Source: an optimization exercise on an open RTL-to-GDS flow (aim: small area). Production flows keep margins and buffers that such runs may drop. At most, simulation tests tie the RTL to the original design; equivalence was not proved. The flow treats the clock pin as an ideal source, which a real chip does not have. Power and IR drop assume default switching activity.

==> flow/design.v <==
module pwm_timer (
    input  wire        clk,
    input  wire        rst,           
    input  wire [17:0] cfg_per,       
    input  wire        cfg_edge,      
    input  wire        cfg_dbl,       
    input  wire [10:0] cfg_dt_rise,   
    input  wire [10:0] cfg_dt_fall,   
    input  wire        run,           
    input  wire        wr_en,         
    input  wire [2:0]  wr_sel,        
    input  wire [17:0] wr_data,
    input  wire        commit,        
    input  wire [1:0]  ovr,           
    output wire [2:0]  gh,            
    output wire [2:0]  gl,            
    output wire        bnd,           
    output wire        commit_pend,   
    output wire        f_miss,        
    output wire        f_safe         
);
    genvar gi, gb;
    reg  [17:0] r;
    reg         down;
    reg         pk;
    reg         vly;
    wire        idle = pk & ~down;
    wire        s_e  = cfg_edge;
    wire        s_c  = ~cfg_edge & ~down;
    wire [18:0] t;
    wire [17:0] nxn;             
    wire [17:0] eq;              
    wire [17:0] r_d;
    wire        term;
    wire        clr;
    assign t[0] = 1'b1;
    generate
        for (gi = 0; gi < 18; gi = gi + 1) begin : g_ctr
            wire y, lim;
            if (gi % 2 == 0) begin : g_even
                g_xor2  u_y  (.a(r[gi]), .b(down), .y(y));
                g_nand2 u_t  (.a(t[gi]), .b(y), .y(t[gi+1]));
                g_xnor2 u_nx (.a(r[gi]), .b(t[gi]), .y(nxn[gi]));
            end else begin : g_odd
                g_xnor2 u_y  (.a(r[gi]), .b(down), .y(y));
                g_nor2  u_t  (.a(t[gi]), .b(y), .y(t[gi+1]));
                g_xor2  u_nx (.a(r[gi]), .b(t[gi]), .y(nxn[gi]));
            end
            if (gi < 17) begin : g_lim
                g_a22o  u_l (.a1(s_e), .a2(cfg_per[gi]), .b1(s_c), .b2(cfg_per[gi+1]), .y(lim));
            end else begin : g_lim17
                g_and2  u_l (.a(s_e), .b(cfg_per[gi]), .y(lim));
            end
            g_xor2  u_eq (.a(nxn[gi]), .b(lim), .y(eq[gi]));
            g_nor2  u_d  (.a(clr), .b(nxn[gi]), .y(r_d[gi]));
        end
    endgenerate
    assign term = &eq;
    assign clr  = rst | ~run | (cfg_edge & term);
    assign bnd = run & (vly | (pk & down & cfg_dbl));
    always @(posedge clk) begin
        r    <= r_d;
        down <= ~rst & run & (down ^ (~cfg_edge & term));
        pk   <= rst | ~run | (~cfg_edge & ~down & term);
        vly  <= clr | (down & term);
    end
    reg  [17:0] sh [0:5];
    reg  [17:0] ac [0:5];
    reg         commit_bit;
    reg         z;
    wire        load = bnd & (commit_bit | commit);
    wire [17:0] wd   = wr_data & {18{~rst}};
    assign commit_pend = commit_bit;
    integer i;
    always @(posedge clk) begin
        for (i = 0; i < 6; i = i + 1)
            if (rst || (wr_en && wr_sel == i))
                sh[i] <= wd;
        for (i = 0; i < 6; i = i + 1)
            if (load)
                ac[i] <= sh[i];
        commit_bit <= !rst && !load && (commit || commit_bit);
        z          <= rst || (z && !load);
    end
    wire        cm   = commit_bit | commit;
    wire        dd   = cfg_dbl & down;
    wire        lp   = pk & dd & cm;
    wire        s_a  = ~dd;
    wire        s_ab = dd & ~lp;
    wire        dn   = ~down;
    wire        lv   = load & ~down;     
    wire        nlv  = ~lv;
    wire        zl   = z & ~load;
    wire [2:0]  hit;
    generate
        for (gi = 0; gi < 3; gi = gi + 1) begin : g_cmp
            wire [18:0] c;
            wire [17:0] xn;
            assign c[0] = dn;
            for (gb = 0; gb < 18; gb = gb + 1) begin : g_bit
                g_a222oi u_x (.a1(ac[gi][gb]), .a2(s_a), .b1(ac[gi+3][gb]), .b2(s_ab),
                              .c1(sh[gi+3][gb]), .c2(lp), .y(xn[gb]));
                g_maj3   u_c (.a(r[gb]), .b(xn[gb]), .c(c[gb]), .y(c[gb+1]));
            end
            wire hx = lv ? ~|sh[gi] : zl;
            g_a21o u_h (.a1(c[18]), .a2(nlv), .b1(hx), .y(hit[gi]));
        end
    endgenerate
    reg  [2:0]  qh_d, ql_d;
    reg  [10:0] nw [0:2];
    wire        o_h = run & (ovr == 2'd3);
    wire        o_l = run & (ovr == 2'd2);
    wire        o_n = run & (ovr == 2'd0);
    wire        qh1 = o_h | (o_n & ~cfg_edge);
    wire        ql1 = o_l | (o_n &  cfg_edge);
    wire        qh0 = o_h | (o_n &  cfg_edge);
    wire        ql0 = o_l | (o_n & ~cfg_edge);
    wire [2:0]  qh, ql;
    wire [2:0]  wz;
    wire [10:0] nw_d [0:2];
    generate
        for (gi = 0; gi < 3; gi = gi + 1) begin : g_dt
            wire nh   = ~qh_d[gi] | ql_d[gi];       
            wire nl   =  qh_d[gi] | ~ql_d[gi];      
            wire nn   =  qh_d[gi] | ql_d[gi];       
            wire chg1 = qh1 ? nh : ql1 ? nl : nn;
            wire chg0 = qh0 ? nh : ql0 ? nl : nn;
            wire s_r, s_f, s_w;
            g_mux2i u_sr (.a(~(qh0 & nh)), .b(~(qh1 & nh)), .s(hit[gi]), .y(s_r));
            g_mux2i u_sf (.a(~(ql0 & nl)), .b(~(ql1 & nl)), .s(hit[gi]), .y(s_f));
            g_mux2i u_sw (.a(chg0 | wz[gi]), .b(chg1 | wz[gi]), .s(hit[gi]), .y(s_w));
            assign qh[gi] = hit[gi] ? qh1 : qh0;
            assign ql[gi] = hit[gi] ? ql1 : ql0;
            wire [11:0] b;
            wire [10:0] dec;
            assign b[1]   = nw[gi][0];
            assign dec[0] = nw[gi][0];
            g_xnor2 u_d1 (.a(nw[gi][1]), .b(b[1]), .y(dec[1]));
            for (gb = 1; gb < 11; gb = gb + 2) begin : g_pair
                g_nand2 u_bn (.a(b[gb]), .b(nw[gi][gb]), .y(b[gb+1]));
                g_and3  u_b  (.a(b[gb]), .b(nw[gi][gb]), .c(nw[gi][gb+1]), .y(b[gb+2]));
                g_xor2  u_d0 (.a(nw[gi][gb+1]), .b(b[gb+1]), .y(dec[gb+1]));
                if (gb + 2 < 11) begin : g_d1
                    g_xnor2 u_d1 (.a(nw[gi][gb+2]), .b(b[gb+2]), .y(dec[gb+2]));
                end
            end
            assign wz[gi] = b[11];
            for (gb = 0; gb < 11; gb = gb + 1) begin : g_ld
                g_a222oi u_w (.a1(cfg_dt_rise[gb]), .a2(s_r), .b1(cfg_dt_fall[gb]), .b2(s_f),
                              .c1(dec[gb]), .c2(s_w), .y(nw_d[gi][gb]));
            end
        end
    endgenerate
    always @(posedge clk) begin
        for (i = 0; i < 3; i = i + 1)
            nw[i] <= nw_d[i];
        qh_d <= qh & {3{~rst}};
        ql_d <= ql & {3{~rst}};
    end
    assign gh = qh_d & wz;
    assign gl = ql_d & wz;
    reg [1:0] miss_cnt;
    reg       missed_once;
    reg       f_safe_r;
    wire       run_start = run && idle;
    wire       missed    = bnd && (ovr == 2'd0) && !(commit_bit || commit);
    wire       updated   = bnd && (ovr == 2'd0) &&  (commit_bit || commit);
    always @(posedge clk) begin
        if (rst || !run) begin
            miss_cnt    <= 2'd0;
            missed_once <= 1'b0;
        end else begin
            missed_once <= missed_once || (miss_cnt != 2'd0);
            if (updated)
                miss_cnt <= 2'd0;
            else if (missed)
                miss_cnt <= {miss_cnt[1] | miss_cnt[0], miss_cnt[1] | ~miss_cnt[0]};
        end
        f_safe_r <= !rst && ((f_safe_r && !run_start) || (missed && miss_cnt == 2'd3));
    end
    assign f_miss = !missed_once && (miss_cnt == 2'd1);
    assign f_safe = f_safe_r;
endmodule
module g_xor2 (input wire a, input wire b, output wire y);
    assign y = a ^ b;
endmodule
module g_xnor2 (input wire a, input wire b, output wire y);
    assign y = ~(a ^ b);
endmodule
module g_nand2 (input wire a, input wire b, output wire y);
    assign y = ~(a & b);
endmodule
module g_nor2 (input wire a, input wire b, output wire y);
    assign y = ~(a | b);
endmodule
module g_and2 (input wire a, input wire b, output wire y);
    assign y = a & b;
endmodule
module g_and3 (input wire a, input wire b, input wire c, output wire y);
    assign y = a & b & c;
endmodule
module g_a22o (input wire a1, input wire a2, input wire b1, input wire b2, output wire y);
    assign y = (a1 & a2) | (b1 & b2);
endmodule
module g_a222oi (input wire a1, input wire a2, input wire b1, input wire b2,
                 input wire c1, input wire c2, output wire y);
    assign y = ~((a1 & a2) | (b1 & b2) | (c1 & c2));
endmodule
module g_mux2i (input wire a, input wire b, input wire s, output wire y);
    assign y = ~(s ? b : a);
endmodule
module g_a21o (input wire a1, input wire a2, input wire b1, output wire y);
    assign y = (a1 & a2) | b1;
endmodule
module g_maj3 (input wire a, input wire b, input wire c, output wire y);
    assign y = (a & b) | (a & c) | (b & c);
endmodule
Settings: LEC_CHECK=0, CAP_MARGIN=20, CORE_MARGIN=2, CORE_UTILIZATION=40, CTS_CLUSTER_DIAMETER=100, CTS_CLUSTER_SIZE=30, SLEW_MARGIN=20, SYNTH_HIERARCHICAL=1; clock period 10.0 ns.
standard.sh (not shown) runs the stock make flow with config.mk's settings and CLKGATE_MAP_FILE= SYNTH_SCRIPT=/design/flow/synth_recipe.tcl, a recipe that flattens the netlist after the stock synthesis.
==> flow/flow/run.sh <==
#!/bin/bash
# Layout: the standard ORFS flow (standard.sh, standard synthesis
# unchanged) with these changes to how the layout is made:
#  - the port buffers are the smallest buffer, sky130_fd_sc_hd__buf_1
#    (every input and output port still gets its own buffer);
#  - after floorplan, flow/downsize.tcl gives each combinational cell its
#    smallest variant;
#  - before CTS, flow/pre_cts.tcl does the same to the buffers placement
#    added and reruns repair_design; CTS's repair_timing sizes up again
#    where timing needs it.
# make's full output goes to flow_make.log here; each ORFS step keeps its
# own log under orfs/logs/.
set -euo pipefail
export BUFFER_PORTS_ARGS="-buffer_cell sky130_fd_sc_hd__buf_1"
export POST_FLOORPLAN_TCL="$(pwd)/flow/downsize.tcl"
export PRE_CTS_TCL="$(pwd)/flow/pre_cts.tcl"
export CTS_ARGS="-sink_clustering_enable -repair_clock_nets -sink_clustering_size 30 -sink_clustering_max_diameter 100 -dont_use_dummy_load -root_buf sky130_fd_sc_hd__clkbuf_8 -tree_buf sky130_fd_sc_hd__clkbuf_8 -sink_clustering_buffer sky130_fd_sc_hd__clkbuf_16"
bash standard.sh > flow_make.log 2>&1
Other scripts of this flow, unchanged in this note and not shown: flow/flow/downsize.tcl, flow/flow/pre_cts.tcl
The starting point went through all stages and came out clean.
Rerun with:
--- a/flow/design.v
+++ b/flow/design.v
@@ -68,26 +68,33 @@
     reg  [17:0] ac [0:5];
     reg         commit_bit;
     reg         z;
     wire        load = bnd & (commit_bit | commit);
+    wire [5:0]  load_k;
+    wire        cm_l = commit_bit | commit;
+    genvar gk;
+    generate
+        for (gk = 0; gk < 6; gk = gk + 1) begin : g_load
+            g_and2 u_l (.a(bnd), .b(cm_l), .y(load_k[gk]));
+        end
+    endgenerate
     wire [17:0] wd   = wr_data & {18{~rst}};
     assign commit_pend = commit_bit;
     integer i;
     always @(posedge clk) begin
         for (i = 0; i < 6; i = i + 1)
             if (rst || (wr_en && wr_sel == i))
                 sh[i] <= wd;
         for (i = 0; i < 6; i = i + 1)
-            if (load)
+            if (load_k[i])
                 ac[i] <= sh[i];
         commit_bit <= !rst && !load && (commit || commit_bit);
         z          <= rst || (z && !load);
     end
     wire        cm   = commit_bit | commit;
     wire        dd   = cfg_dbl & down;
     wire        lp   = pk & dd & cm;
-    wire        s_a  = ~dd;
-    wire        s_ab = dd & ~lp;
+    wire        pk_cm = pk & cm;
     wire        dn   = ~down;
     wire        lv   = load & ~down;     
     wire        nlv  = ~lv;
     wire        zl   = z & ~load;
@@ -96,11 +103,15 @@
         for (gi = 0; gi < 3; gi = gi + 1) begin : g_cmp
             wire [18:0] c;
             wire [17:0] xn;
             assign c[0] = dn;
+            wire s_a, s_ab, s_sb;
+            g_nand2 u_sa  (.a(cfg_dbl), .b(down), .y(s_a));
+            g_and3  u_ssb (.a(pk_cm), .b(cfg_dbl), .c(down), .y(s_sb));
+            g_nor2  u_sab (.a(s_a), .b(s_sb), .y(s_ab));
             for (gb = 0; gb < 18; gb = gb + 1) begin : g_bit
                 g_a222oi u_x (.a1(ac[gi][gb]), .a2(s_a), .b1(ac[gi+3][gb]), .b2(s_ab),
-                              .c1(sh[gi+3][gb]), .c2(lp), .y(xn[gb]));
+                              .c1(sh[gi+3][gb]), .c2(s_sb), .y(xn[gb]));
                 g_maj3   u_c (.a(r[gb]), .b(xn[gb]), .c(c[gb]), .y(c[gb+1]));
             end
             wire hx = lv ? ~|sh[gi] : zl;
             g_a21o u_h (.a1(c[18]), .a2(nlv), .b1(hx), .y(hit[gi]));
@@ -160,8 +171,9 @@
     assign gh = qh_d & wz;
     assign gl = ql_d & wz;
     reg [1:0] miss_cnt;
     reg       missed_once;
+    reg       f_miss_r;
     reg       f_safe_r;
     wire       run_start = run && idle;
     wire       missed    = bnd && (ovr == 2'd0) && !(commit_bit || commit);
     wire       updated   = bnd && (ovr == 2'd0) &&  (commit_bit || commit);
@@ -169,17 +181,18 @@
         if (rst || !run) begin
             miss_cnt    <= 2'd0;
             missed_once <= 1'b0;
         end else begin
-            missed_once <= missed_once || (miss_cnt != 2'd0);
+            missed_once <= missed_once || missed;
             if (updated)
                 miss_cnt <= 2'd0;
             else if (missed)
                 miss_cnt <= {miss_cnt[1] | miss_cnt[0], miss_cnt[1] | ~miss_cnt[0]};
         end
+        f_miss_r <= !rst && missed && !missed_once;
         f_safe_r <= !rst && ((f_safe_r && !run_start) || (missed && miss_cnt == 2'd3));
     end
-    assign f_miss = !missed_once && (miss_cnt == 2'd1);
+    assign f_miss = f_miss_r;
     assign f_safe = f_safe_r;
 endmodule
 module g_xor2 (input wire a, input wire b, output wire y);
     assign y = a ^ b;
Outcome:
- global-route usage fell by 0.83 points
- core utilization rose by 0.45 points
- count of clock-buffer cells in the layout does not change
- cell count rose by 2.1%
- maximum frequency stays flat
- synthesized area rose by 0.83%
- total power rose by 0.38%
No functional check of the RTL was part of the second run of this note.

-- static timing again, ports no longer ideal --
Ports are ideal in the flow. The routed layouts listed here were re-timed in OpenROAD.
Step 1 sets driving cells, clkbuf_16 on the clock port and buf_2 on the other inputs (assumed; they add their load-dependent delay and slew).
Step 2 moves the port delays by t, midway between the first and last clock arrival at a register: inputs arrive t later, outputs are due t later. That takes back most of the time a late clock gives input paths.
Slacks: ideal ports / drivers / drivers and shift; pairs: ideal ports / drivers.
| run | t, ns | setup slack, ns | worst register clock-pin slew, ns |
|---|---|---|---|
| the first run | 0.569 | 0.274 / 0.301 / -0.268 | 0.11 / 0.11 |
| the second run | 0.575 | 0.266 / 0.288 / -0.286 | 0.11 / 0.11 |
With both steps, setup timing fails in the first run and the second run, where it was met with ideal ports. The setup slack of the second run, which loses most, moves by +0.022 ns with the drivers and by -0.552 ns with both steps.
